Source: an optimization exercise on an open RTL-to-GDS flow (aim: small area, a short achievable clock period and few clock cycles per item). Production flows keep margins and buffers that such runs may drop. Only simulation tests tie the RTL to the original design; equivalence was not proved. No activity file was given, so power comes from the tool's default toggle rates.

==> inputs of run K <==
==> flow/design.v (excerpt) <==
module beam_pulse (
    input  wire         clk,
    input  wire         rst,
    input  wire [12:0]  cfg_pitch,         
    input  wire [1:0]   cfg_just_mode,
    input  wire [1:0]   cfg_acc_init,
    input  wire [179:0] cfg_exp,           
    input  wire [191:0] cfg_wlaw,          
    input  wire         in_valid,
    output wire         in_ready,
    input  wire [14:0]  in_x,
    input  wire [3:0]   in_level,
    input  wire [3:0]   in_level_left,     
    input  wire [3:0]   in_level_right,    
    input  wire         in_frame_start,    
    input  wire [11:0]  in_fofs,           
    input  wire [11:0]  in_fgain,          
    output reg  [11:0]  node_addr_a,
    output wire [11:0]  node_addr_b,
    input  wire [31:0]  node_data_a,
    input  wire [31:0]  node_data_b,
    output wire         out_valid,
    input  wire         out_ready,
    output reg  [12:0]  out_off,           
    output reg  [11:0]  out_gt,
  ...
Settings: LEC_CHECK=0, CAP_MARGIN=20, CORE_MARGIN=2, CORE_UTILIZATION=40, PLACE_DENSITY=0.6, SLEW_MARGIN=20; clock period 16.0 ns.
standard.sh (not shown) runs the stock make flow with config.mk's settings and CLKGATE_MAP_FILE= SYNTH_SCRIPT=/design/flow/synth_recipe.tcl, a recipe that flattens the netlist after the stock synthesis.
==> flow/flow/run.sh <==
#!/bin/bash
set -euo pipefail
bash standard.sh SETUP_SLACK_MARGIN=8.5 finish > run_standard.log 2>&1
==> run P: changes against run K <==
--- a/flow/design.v
+++ b/flow/design.v
@@ -38,15 +38,15 @@
     wire [12:0] cneg = {1'b0, pm1[12:1]};            
     wire [16:0] mp1 = {4'd0, p};
     wire [16:0] mp2 = {3'd0, p, 1'b0};
     wire [16:0] mp4 = {2'd0, p, 2'b0};
     wire [16:0] mp8 = {1'd0, p, 3'b0};
     wire [16:0] mp3 = mp1 + mp2;
     wire [16:0] mp5 = mp1 + mp4;
-    wire [16:0] mp6 = mp2 + mp4;
+    wire [16:0] mp6 = {mp3[15:0], 1'b0};
     wire [16:0] mp7 = mp8 - mp1;
     reg  ov;
     reg  s4v;
     wire hold = ov & ~out_ready;
     wire adv  = ~s4v;
     function [1:0] cmp17;
         input [16:0] a, b;
@@ -83,45 +83,49 @@
                     g[n] = g[n + m] | (e[n + m] & g[n]);
                     e[n] = e[n + m] & e[n];
                 end
             ge17 = g[0] | e[0];
         end
     endfunction
     reg  [15:0] x_p;
-    reg  [12:0] fr_p;                    
+    reg  [11:0] fr_p;                    
     reg  [11:0] k_p;                     
     reg         pv;
     reg  [3:0]  cnt;
     reg         apred;                   
-    wire [12:0] fr16   = fr_p + 13'd16;
+    wire [12:0] fr16   = {1'b0, fr_p} + 13'd16;
     wire        wrap   = fr16 >= p;
     wire [12:0] fr_adv = wrap ? fr16 - p : fr16;
     wire        k_last = &k_p;
     wire [11:0] k_adv  = (k_last | ~wrap) ? k_p : k_p + 12'd1;
     assign node_addr_b = node_addr_a + 12'd1;
-    wire [13:0] dv_t  = {fr_p, k_p[11]};
-    wire        dv_ge = dv_t >= {1'b0, p};
-    wire [13:0] dv_r  = dv_ge ? dv_t - {1'b0, p} : dv_t;
+    wire [13:0] dv_t  = {fr_p, k_p[11:10]};
+    wire [14:0] dv_1  = {1'b0, dv_t} - {2'd0, p};
+    wire [14:0] dv_2  = {1'b0, dv_t} - {1'b0, p, 1'b0};
+    wire [14:0] dv_3  = {1'b0, dv_t} - mp3[14:0];
+    wire [1:0]  dv_q  = ~dv_3[14] ? 2'd3 : ~dv_2[14] ? 2'd2 : ~dv_1[14] ? 2'd1 : 2'd0;
+    wire [11:0] dv_r  = ~dv_3[14] ? dv_3[11:0] : ~dv_2[14] ? dv_2[11:0]
+                      : ~dv_1[14] ? dv_1[11:0] : dv_t[11:0];
     localparam [2:0] R1_EMPTY = 3'd0, R1_WAIT = 3'd1, R1_DIV = 3'd2, R1_CONS = 3'd3,
                      R1_FETCH = 3'd4, R1_READY = 3'd5;
     reg  [2:0]  r1_st;
-    reg  [12:0] r1_fr;
+    reg  [11:0] r1_fr;
     reg  [11:0] r1_k;
     reg         r1_last;
     reg  [3:0]  r1_lv;
     reg  [1:0]  r1_jsel;                 
     reg         r1_fs;
     reg  [11:0] r1_fofs, r1_fgain;
     reg         r2v, r2ok;
     reg  [12:0] r2_aof;                  
     reg  [11:0] r2_ag;                   
-    reg  [12:0] r2_do, r2_dg;            
+    reg  [7:0]  r2_dho, r2_dhg;          
     reg  [3:0]  r2_mo, r2_mg;            
     reg         r2_sgo, r2_sgg;          
-    reg  [12:0] r2_fr;
+    reg  [11:0] r2_fr;
     reg  [1:0]  r2_jt;                   
     reg         r2_wz;                   
     reg  [3:0]  r2_lv;
     reg         r2_fs;
     reg  [11:0] r2_fgain;
     reg         r3v, r4v, r5v;
     wire drained = ~r2v & ~r3v & ~r4v & ~r5v;
@@ -157,22 +161,25 @@
         if (n_cen || cfg_just_mode == 2'd1) jt_n = 2'd2;
         else if (cfg_just_mode == 2'd2)     jt_n = 2'd0;
         else if (cfg_just_mode == 2'd3)     jt_n = 2'd1;
         else if (r1_jsel[1])                jt_n = 2'd0;
         else if (r1_jsel[0])                jt_n = 2'd1;
         else                                jt_n = 2'd2;
     end
-    wire [12:0] e_d    = e_g ? r2_dg : r2_do;
+    wire [3:0]  e_ml   = e_g ? r2_mg : r2_mo;
+    wire        e_s4   = e_g ? r2_sgg : r2_sgo;
+    wire [3:0]  e_dl   = e_s4 ? 4'd0 - e_ml : e_ml;
+    wire [12:0] e_d    = {e_g ? r2_dhg : r2_dho, e_s4, e_dl};
     wire        e_sg   = e_d[12];
     wire [12:0] e_dm   = e_sg ? 13'd0 - e_d : e_d;
-    wire [24:0] e_acc  = {fr_p, k_p};
+    wire [23:0] e_acc  = {fr_p, k_p};                
     wire        e_bit  = e_dm[cnt];
     wire        e_mst  = e_st == E_MUL;
-    wire [24:0] e_sum  = (e_mst ? {e_acc[23:0], 1'b0} : e_acc)
-                       + {12'd0, e_mst ? (e_bit ? r2_fr : 13'd0) : (e_sg ? cneg : h)};
+    wire [23:0] e_sum  = (e_mst ? {e_acc[22:0], 1'b0} : e_acc)
+                       + {11'd0, e_mst ? {1'b0, e_bit ? r2_fr : 12'd0} : (e_sg ? cneg : h)};
     wire [12:0] e_base = e_g ? {1'b0, r2_ag} : r2_aof;
     wire [12:0] e_res  = e_sg ? e_base - {1'b0, k_p} : e_base + {1'b0, k_p};
     always @(posedge clk) begin
         if (rst) begin
             r1_st  <= R1_EMPTY;
             pv     <= 1'b0;
             apred  <= 1'b0;
@@ -192,68 +199,68 @@
                         r1_fofs  <= in_fofs;
                         r1_fgain <= in_fgain;
                         if (hit) begin
                             r1_fr   <= fr_p;
                             r1_k    <= k_p;
                             r1_last <= k_last;
                             x_p     <= x_p + 16'd1;
-                            fr_p    <= fr_adv;
+                            fr_p    <= fr_adv[11:0];
                             k_p     <= k_adv;
                             if (apred) begin
                                 node_addr_a <= k_adv;
                                 r1_st       <= R1_READY;
                             end else begin
                                 node_addr_a <= k_p;
                                 r1_st       <= R1_FETCH;
                             end
                             apred <= apred;
                         end else begin
                             x_p     <= {1'b0, in_x};
-                            fr_p    <= {6'd0, in_x[14:8]};
+                            fr_p    <= {5'd0, in_x[14:8]};
                             k_p     <= {in_x[7:0], 4'd0};
                             cnt     <= 4'd0;
                             pv      <= 1'b0;
                             apred   <= 1'b0;
                             r1_st   <= (drained & ~r1_adv) ? R1_DIV : R1_WAIT;
                         end
                     end else begin
                         node_addr_a <= k_p;
                         apred       <= 1'b1;
                         r1_st       <= R1_EMPTY;
                     end
                 end
                 R1_WAIT: begin
                     if (drained) begin
-                        fr_p  <= {6'd0, x_p[14:8]};
+                        fr_p  <= {5'd0, x_p[14:8]};
                         k_p   <= {x_p[7:0], 4'd0};
                         cnt   <= 4'd0;
                         r1_st <= R1_DIV;
                     end
                 end
                 R1_DIV: begin
                     if (cnt == 4'd0 && {6'd0, x_p[14:8]} >= p) begin
                         k_p         <= 12'hFFF;
                         node_addr_a <= 12'hFFF;
                         r1_st       <= R1_CONS;
                     end else begin
-                        fr_p <= dv_r[12:0];
-                        k_p  <= {k_p[10:0], dv_ge};
+                        fr_p <= dv_r;
+                        k_p  <= {k_p[9:0], dv_q};
                         cnt  <= cnt + 4'd1;
-                        if (cnt == 4'd11) begin
-                            node_addr_a <= {k_p[10:0], dv_ge};
+                        if (cnt == 4'd5) begin
+                            node_addr_a <= {k_p[9:0], dv_q};
                             r1_st       <= R1_CONS;
                         end
                     end
                 end
                 R1_CONS: begin
                     r1_fr       <= fr_p;
                     r1_k        <= k_p;
                     r1_last     <= k_last;
                     x_p         <= x_p + 16'd1;
-                    fr_p        <= fr_adv;
+                    fr_p        <= fr_adv[11:0];
                     k_p         <= k_adv;
                     pv          <= 1'b1;
                     node_addr_a <= k_adv;
                     apred       <= 1'b1;
                     r1_st       <= R1_READY;
                 end
                 R1_FETCH: begin
@@ -264,15 +271,15 @@
                 default: r1_st <= R1_EMPTY;
             endcase
             if (r2_take)
                 r2v <= r1_adv;
             case (e_st)
                 E_IDLE: begin
                     if (eng_req) begin
-                        fr_p <= 13'd0;
+                        fr_p <= 12'd0;
                         k_p  <= 12'd0;
                         cnt  <= 4'd12;
                         e_g  <= 1'b0;
                         pv   <= 1'b0;
                         e_st <= E_MUL;
                     end
                 end
@@ -283,21 +290,21 @@
                 end
                 E_ADDC: begin
                     {fr_p, k_p} <= e_sum;
                     cnt  <= 4'd0;
                     e_st <= E_DIV;
                 end
                 E_DIV: begin
-                    fr_p <= dv_r[12:0];
-                    k_p  <= {k_p[10:0], dv_ge};
+                    fr_p <= dv_r;
+                    k_p  <= {k_p[9:0], dv_q};
                     cnt  <= cnt + 4'd1;
-                    if (cnt == 4'd11) e_st <= E_WR;
+                    if (cnt == 4'd5) e_st <= E_WR;
                 end
                 E_WR: begin
-                    fr_p <= 13'd0;
+                    fr_p <= 12'd0;
                     k_p  <= 12'd0;
                     cnt  <= 4'd12;
                     e_g  <= 1'b1;
                     e_st <= e_g ? E_IDLE : E_MUL;
                 end
                 default: e_st <= E_IDLE;
             endcase
@@ -305,72 +312,70 @@
                 pv <= 1'b0;
         end
     end
     always @(posedge clk) begin
         if (r2_take) begin
             r2_aof   <= aof_n;
             r2_ag    <= n_ga;
-            r2_do    <= useint ? d_o : 13'd0;
-            r2_dg    <= useint ? d_g : 13'd0;
+            r2_dho   <= d_o[12:5];
+            r2_dhg   <= d_g[12:5];
             r2_mo    <= useint ? m4_o : 4'd0;
             r2_mg    <= useint ? m4_g : 4'd0;
             r2_sgo   <= d5_o[4];
             r2_sgg   <= d5_g[4];
             r2ok     <= ~useint | dsmall;
             r2_fr    <= r1_fr;
             r2_jt    <= jt_n;
             r2_wz    <= (r1_lv == 4'd0) | n_msk;
             r2_lv    <= r1_lv;
             r2_fs    <= r1_fs;
             r2_fgain <= r1_fgain;
         end else if (e_st == E_WR) begin
             if (e_g) begin
                 r2_ag  <= e_res[11:0];
-                r2_dg  <= 13'd0;
                 r2_mg  <= 4'd0;
                 r2ok   <= 1'b1;
             end else begin
                 r2_aof <= e_res;
-                r2_do  <= 13'd0;
                 r2_mo  <= 4'd0;
             end
         end
     end
-    wire [16:0] n_o = r2_mo * r2_fr + {4'd0, h};
-    wire [16:0] n_g = r2_mg * r2_fr + {4'd0, h};
+    wire [15:0] n_o = r2_mo * r2_fr + {3'd0, h};      
+    wire [15:0] n_g = r2_mg * r2_fr + {3'd0, h};
     wire        dl_o = r2_sgo & ~p[0];
     wire        dl_g = r2_sgg & ~p[0];
     function [8:0] therm;
-        input [16:0] n;
+        input [15:0] n;
         input        dl;
-        input [16:0] a1, a2, a3, a4, a5, a6, a7, a8;
+        input [15:0] a1, a2, a3, a4, a5, a6, a7, a8;
         reg   [1:0]  c;
         begin
             therm[0] = 1'b1;
-            c = cmp17(n, a1); therm[1] = c[1] | (c[0] & ~dl);
-            c = cmp17(n, a2); therm[2] = c[1] | (c[0] & ~dl);
-            c = cmp17(n, a3); therm[3] = c[1] | (c[0] & ~dl);
-            c = cmp17(n, a4); therm[4] = c[1] | (c[0] & ~dl);
-            c = cmp17(n, a5); therm[5] = c[1] | (c[0] & ~dl);
-            c = cmp17(n, a6); therm[6] = c[1] | (c[0] & ~dl);
-            c = cmp17(n, a7); therm[7] = c[1] | (c[0] & ~dl);
-            c = cmp17(n, a8); therm[8] = c[1] | (c[0] & ~dl);
+            c = cmp17({1'b0, n}, {1'b0, a1}); therm[1] = c[1] | (c[0] & ~dl);
+            c = cmp17({1'b0, n}, {1'b0, a2}); therm[2] = c[1] | (c[0] & ~dl);
+            c = cmp17({1'b0, n}, {1'b0, a3}); therm[3] = c[1] | (c[0] & ~dl);
+            c = cmp17({1'b0, n}, {1'b0, a4}); therm[4] = c[1] | (c[0] & ~dl);
+            c = cmp17({1'b0, n}, {1'b0, a5}); therm[5] = c[1] | (c[0] & ~dl);
+            c = cmp17({1'b0, n}, {1'b0, a6}); therm[6] = c[1] | (c[0] & ~dl);
+            c = cmp17({1'b0, n}, {1'b0, a7}); therm[7] = c[1] | (c[0] & ~dl);
+            c = cmp17({1'b0, n}, {1'b0, a8}); therm[8] = c[1] | (c[0] & ~dl);
         end
     endfunction
     function [3:0] tbin;
         input [8:0] t;
         begin
             tbin[3] = t[8];
             tbin[2] = t[4] & ~t[8];
             tbin[1] = (t[2] & ~t[4]) | (t[6] & ~t[8]);
             tbin[0] = (t[1] & ~t[2]) | (t[3] & ~t[4]) | (t[5] & ~t[6]) | (t[7] & ~t[8]);
         end
     endfunction
-    wire [8:0]  t_o = therm(n_o, dl_o, mp1, mp2, mp3, mp4, mp5, mp6, mp7, mp8);
-    wire [8:0]  t_g = therm(n_g, dl_g, mp1, mp2, mp3, mp4, mp5, mp6, mp7, mp8);
+    wire [8:0]  t_o = therm(n_o, dl_o, mp1[15:0], mp2[15:0], mp3[15:0], mp4[15:0], mp5[15:0], mp6[15:0], mp7[15:0], mp8[15:0]);
+    wire [8:0]  t_g = therm(n_g, dl_g, mp1[15:0], mp2[15:0], mp3[15:0], mp4[15:0], mp5[15:0], mp6[15:0], mp7[15:0], mp8[15:0]);
     wire [3:0]  q_o = tbin(t_o);
     wire [3:0]  q_g = tbin(t_g);
     function cyb;
         input [8:0] t;
         input [3:0] lo;
         input       sub;
         reg   [4:0] k;
@@ -492,42 +497,45 @@
         end
     end
     integer i;
     reg [15:0] wge;
     always @(*)
         for (i = 0; i < 16; i = i + 1)
             wge[i] = ge17({5'd0, r5_e}, {5'd0, cfg_wlaw[12*i +: 12]});
-    wire [4:0] wcount = wge[0] + wge[1] + wge[2] + wge[3] + wge[4] + wge[5] + wge[6] + wge[7]
-                      + wge[8] + wge[9] + wge[10] + wge[11] + wge[12] + wge[13] + wge[14] + wge[15];
-    wire [4:0] w_n = r5_wz ? 5'd0 : wcount;
+    wire [3:0] wc1 = wge[0] + wge[1] + wge[2] + wge[3] + wge[4] + wge[5] + wge[6] + wge[7];
+    wire [3:0] wc2 = wge[8] + wge[9] + wge[10] + wge[11] + wge[12] + wge[13] + wge[14] + wge[15];
     reg  [14:0] x_g;
     wire signed [11:0] sh = $signed(r5_off[12:2]) + $signed({11'd0, r5_cy});
     wire [20:0] s_n  = {2'b0, x_g, 4'd0} + {{9{sh[11]}}, sh};      
     always @(posedge clk) begin
         if (r1_st == R1_CONS)
             x_g <= x_p[14:0];
         else if (r5v && !hold)
             x_g <= x_g + 15'd1;
     end
     reg  [1:0]  out_jt;
+    reg  [3:0]  out_c1, out_c2;
     reg  [20:0] out_s;
     always @(posedge clk) begin
         if (rst)
             ov <= 1'b0;
         else if (!hold)
             ov <= r5v;
         if (!hold) begin
             out_off <= r5_off;
             out_gt  <= r5_gt;
-            out_w   <= w_n;
+            out_c1  <= r5_wz ? 4'd0 : wc1;
+            out_c2  <= r5_wz ? 4'd0 : wc2;
             out_jt  <= r5_jt;
             out_s   <= s_n;
             out_acc <= r5_acc;
         end
     end
+    always @(*)
+        out_w = {1'b0, out_c1} + {1'b0, out_c2};
     wire [4:0]  j_right = 5'd16 - out_w;
     always @(*)
         out_j = out_jt == 2'd0 ? 5'd0 : out_jt == 2'd1 ? j_right : {1'b0, j_right[4:1]};
     wire [5:0]  w16  = 6'd16 + {1'b0, out_w};
     wire [4:0]  jw   = out_jt == 2'd0 ? out_w : out_jt == 2'd1 ? 5'd16 : w16[5:1];
     wire [5:0]  sa   = {1'b0, out_s[4:0]} + {1'b0, out_j};
     wire [5:0]  se   = {1'b0, out_s[4:0]} + {1'b0, jw};
==> flow/flow/run.sh (replaced) <==
#!/bin/bash
set -euo pipefail
bash standard.sh SETUP_SLACK_MARGIN=9.5 finish > run_standard.log 2>&1
==> run D: changes against run K <==
--- a/flow/design.v
+++ b/flow/design.v
@@ -41,17 +41,15 @@
     wire [16:0] mp4 = {2'd0, p, 2'b0};
     wire [16:0] mp8 = {1'd0, p, 3'b0};
     wire [16:0] mp3 = mp1 + mp2;
     wire [16:0] mp5 = mp1 + mp4;
     wire [16:0] mp6 = mp2 + mp4;
     wire [16:0] mp7 = mp8 - mp1;
     reg  ov;
-    reg  s4v;
-    wire hold = ov & ~out_ready;
-    wire adv  = ~s4v;
+    wire stall = ov & ~out_ready;
     function [1:0] cmp17;
         input [16:0] a, b;
         reg   [31:0] g, e;
         integer n, m;
         begin
             g = 32'd0;
             e = {32{1'b1}};
@@ -125,18 +123,20 @@
     reg  [11:0] r2_fgain;
     reg         r3v, r4v, r5v;
     wire drained = ~r2v & ~r3v & ~r4v & ~r5v;
     localparam [2:0] E_IDLE = 3'd0, E_MUL = 3'd1, E_ADDC = 3'd2, E_DIV = 3'd3, E_WR = 3'd4;
     reg  [2:0]  e_st;
     reg         e_g;                     
     wire        eng_req = r2v & ~r2ok;
-    wire        r2_take = ~r2v | (r2ok & adv);
+    wire        r2_take = ~r2v | (r2ok & ~stall);
     wire        r1_ready = r1_st == R1_READY;
     wire        r1_adv   = r1_ready & r2_take;
-    assign in_ready = (r1_st == R1_EMPTY) | r1_adv;
+    wire        rdy_x = (r1_st == R1_EMPTY) | (r1_ready & (~r2v | (r2ok & ~ov)));
+    wire        rdy_y = r1_ready & r2ok;
+    assign in_ready = rdy_x | (rdy_y & out_ready);
     wire        take = in_valid & in_ready;
     wire        hit  = pv & ~eng_req & ({1'b0, in_x} == x_p) & (pitch_lim == p);
     wire signed [11:0] n_oa = node_data_a[31:20];
     wire signed [11:0] n_ob = node_data_b[31:20];
     wire [11:0] n_ga  = node_data_a[19:8];
     wire [11:0] n_gb  = node_data_b[19:8];
     wire        n_cen = node_data_a[2];
@@ -397,17 +397,17 @@
     reg         r3_wz;
     reg  [3:0]  r3_lv;
     reg         r3_fs;
     reg  [11:0] r3_fgain;
     always @(posedge clk) begin
         if (rst)
             r3v <= 1'b0;
-        else if (adv)
+        else if (!stall)
             r3v <= r2v & r2ok;
-        if (adv) begin
+        if (!stall) begin
             r3_off   <= off_n;
             r3_gain  <= gain_n;
             r3_jt    <= r2_jt;
             r3_wz    <= r2_wz;
             r3_lv    <= r2_lv;
             r3_fs    <= r2_fs;
             r3_fgain <= r2_fgain;
@@ -427,19 +427,19 @@
     reg  [1:0]  r4_jt;
     reg         r4_wz;
     reg  [11:0] r4_exp;
     always @(posedge clk) begin
         if (rst) begin
             r4v <= 1'b0;
             acc <= 2'd0;
-        end else if (adv) begin
+        end else if (!stall) begin
             r4v <= r3v;
             if (r3v) acc <= t_sum[1:0];
         end
-        if (adv) begin
+        if (!stall) begin
             r4_off <= r3_off;
             r4_gt  <= gt_n;
             r4_acc <= t_sum[1:0];
             r4_cy  <= t_sum[2];
             r4_jt  <= r3_jt;
             r4_wz  <= r3_wz;
             r4_exp <= exp_l;
@@ -450,49 +450,27 @@
     reg  [12:0] r5_off;
     reg  [11:0] r5_gt;
     reg  [1:0]  r5_acc;
     reg         r5_cy;
     reg  [1:0]  r5_jt;
     reg         r5_wz;
     reg  [11:0] r5_e;
-    reg  [12:0] s4_off;
-    reg  [11:0] s4_gt;
-    reg  [1:0]  s4_acc;
-    reg         s4_cy;
-    reg  [1:0]  s4_jt;
-    reg         s4_wz;
-    reg  [11:0] s4_e;
-    wire r5_free = ~r5v | ~hold;
     always @(posedge clk) begin
-        if (rst) begin
+        if (rst)
             r5v <= 1'b0;
-            s4v <= 1'b0;
-        end else if (r5_free) begin
-            r5v <= s4v | r4v;
-            s4v <= 1'b0;
-        end else if (adv && r4v) begin
-            s4v <= 1'b1;
-        end
-        if (r5_free) begin
-            r5_off <= s4v ? s4_off : r4_off;
-            r5_gt  <= s4v ? s4_gt  : r4_gt;
-            r5_acc <= s4v ? s4_acc : r4_acc;
-            r5_cy  <= s4v ? s4_cy  : r4_cy;
-            r5_jt  <= s4v ? s4_jt  : r4_jt;
-            r5_wz  <= s4v ? s4_wz  : r4_wz;
-            r5_e   <= s4v ? s4_e   : e_val;
-        end
-        if (adv) begin
-            s4_off <= r4_off;
-            s4_gt  <= r4_gt;
-            s4_acc <= r4_acc;
-            s4_cy  <= r4_cy;
-            s4_jt  <= r4_jt;
-            s4_wz  <= r4_wz;
-            s4_e   <= e_val;
+        else if (!stall)
+            r5v <= r4v;
+        if (!stall) begin
+            r5_off <= r4_off;
+            r5_gt  <= r4_gt;
+            r5_acc <= r4_acc;
+            r5_cy  <= r4_cy;
+            r5_jt  <= r4_jt;
+            r5_wz  <= r4_wz;
+            r5_e   <= e_val;
         end
     end
     integer i;
     reg [15:0] wge;
     always @(*)
         for (i = 0; i < 16; i = i + 1)
             wge[i] = ge17({5'd0, r5_e}, {5'd0, cfg_wlaw[12*i +: 12]});
@@ -501,38 +479,37 @@
     wire [4:0] w_n = r5_wz ? 5'd0 : wcount;
     reg  [14:0] x_g;
     wire signed [11:0] sh = $signed(r5_off[12:2]) + $signed({11'd0, r5_cy});
     wire [20:0] s_n  = {2'b0, x_g, 4'd0} + {{9{sh[11]}}, sh};      
     always @(posedge clk) begin
         if (r1_st == R1_CONS)
             x_g <= x_p[14:0];
-        else if (r5v && !hold)
+        else if (r5v && !stall)
             x_g <= x_g + 15'd1;
     end
     reg  [1:0]  out_jt;
     reg  [20:0] out_s;
     always @(posedge clk) begin
         if (rst)
             ov <= 1'b0;
-        else if (!hold)
+        else if (!stall)
             ov <= r5v;
-        if (!hold) begin
+        if (!stall) begin
             out_off <= r5_off;
             out_gt  <= r5_gt;
             out_w   <= w_n;
             out_jt  <= r5_jt;
             out_s   <= s_n;
             out_acc <= r5_acc;
         end
     end
     wire [4:0]  j_right = 5'd16 - out_w;
     always @(*)
         out_j = out_jt == 2'd0 ? 5'd0 : out_jt == 2'd1 ? j_right : {1'b0, j_right[4:1]};
-    wire [5:0]  w16  = 6'd16 + {1'b0, out_w};
-    wire [4:0]  jw   = out_jt == 2'd0 ? out_w : out_jt == 2'd1 ? 5'd16 : w16[5:1];
+    wire [4:0]  jw   = out_j + out_w;
     wire [5:0]  sa   = {1'b0, out_s[4:0]} + {1'b0, out_j};
     wire [5:0]  se   = {1'b0, out_s[4:0]} + {1'b0, jw};
     wire [15:0] s_h  = out_s[20:5];
     wire [15:0] s_h1 = s_h + 16'd1;
     always @(*) begin
         out_a = {sa[5] ? s_h1 : s_h, sa[4:0]};
         out_e = {se[5] ? s_h1 : s_h, se[4:0]};
==> flow/run.sh (new file) <==
#!/bin/bash
# synth_recipe.tcl (not shown) runs the flow's synth.tcl, then flattens the netlist and writes it again
# the make line also repeats each setting of config.mk as NAME=value (left out here)
make -C /OpenROAD-flow-scripts/flow DESIGN_CONFIG=/design/flow/config.mk WORK_HOME=/design/flow/orfs CLKGATE_MAP_FILE= SYNTH_SCRIPT=/design/flow/synth_recipe.tcl finish
removed: flow/flow/run.sh
removed: flow/standard.sh
==> results by group <==
Outcome
  • Outcome: no timing/DRC/antenna violations

Floorplan
  • Initial Utilization: 0.403
  • Rows: about 130

Power
  • Seq group: about 2.4 mW

Logic synthesis
  • Post-synthesis xor/xnor area fraction: 0.0535
  • Main area contributors after synthesis: edfxtp_1 (23%), ha_1 (19%), fa_1 (11%)

Cells and area
  • # clk buffers: 60
the above is filed under run D

==> results by group <==
Cells and area
  • Core Util, Final: 0.506
  • # clk buffers: 67

Setup path
  • Bufs and invs on worst path: 5

Power
  • Power share of the clock group: 0.086
  • Seq group: 2.76 mW

Logic synthesis
  • Mapped Area: between 50,000 and 60,000 µm²
  • Main area contributors after synthesis: edfxtp_1 (22%), ha_1 (19%), fa_1 (11%)

Floorplan
  • Initial Utilization: 0.404
  • Die area: approximately 140,000 µm²
  • Rows: between 100 and 150

Clock tree
  • Root buffer cell: clkbuf_16

Outcome
  • Outcome: no timing/DRC/antenna violations
the above is filed under run P

==> results by group <==
Outcome
  • Outcome: no timing/DRC/antenna violations

Floorplan
  • Rows: 135
  • Initial Utilization: 0.403

Cells and area
  • Data buffer area share: 0.110
  • Area occupied by multi-input gates: ~38,000 µm²
  • # clk buffers: 74

Logic synthesis
  • Main area contributors after synthesis: edfxtp_1 (23%), ha_1 (19%), fa_1 (11%)
  • Post-synthesis xor/xnor area fraction: 0.0547

Power
  • Net Sw Power: ~7.6 mW
  • Seq group: around 2.7 mW

Timing
  • Fin worst setup slack: 7.99 ns
the above is filed under run K

Testbench counts of run K, summed over its fixed seeds: cycles 1,752, items 1,600.
Testbench counts of run P, summed over its fixed seeds: cycles 1,704, items 1,600.
Testbench counts of run D, summed over its fixed seeds: cycles 1,752, items 1,600.

## afterwards: timing with drivers on the ports
In the flow no input, the clock included, has a driving cell. The finished layouts below were timed again as built, in two steps.
Step 1 sets driving cells, clkbuf_16 on the clock port and buf_2 on the other inputs (assumed; they add their load-dependent delay and slew).
Step 2, shift: input delay + t, output delay - t, t = (earliest + latest rising clock arrival at the registers) / 2. This alone moves slack from input paths to output paths.
Three values: no drivers, after step 1, after step 2; two values: the first two.
run | t, ns | setup slack, ns | worst setup path after step 2 | cell pins on the clock port's net
run K | 0.734 | 7.988 / 7.988 / 7.782 | input to register | 1
run P | 0.752 | 8.879 / 8.842 / 8.348 | input to register | 1
run D | 0.698 | 6.791 / 6.791 / 6.791 | register to register | 1
After both steps every run listed still meets setup and hold. The setup slack of run P, which loses most, moves by -0.037 ns with the drivers and by -0.531 ns with both steps.
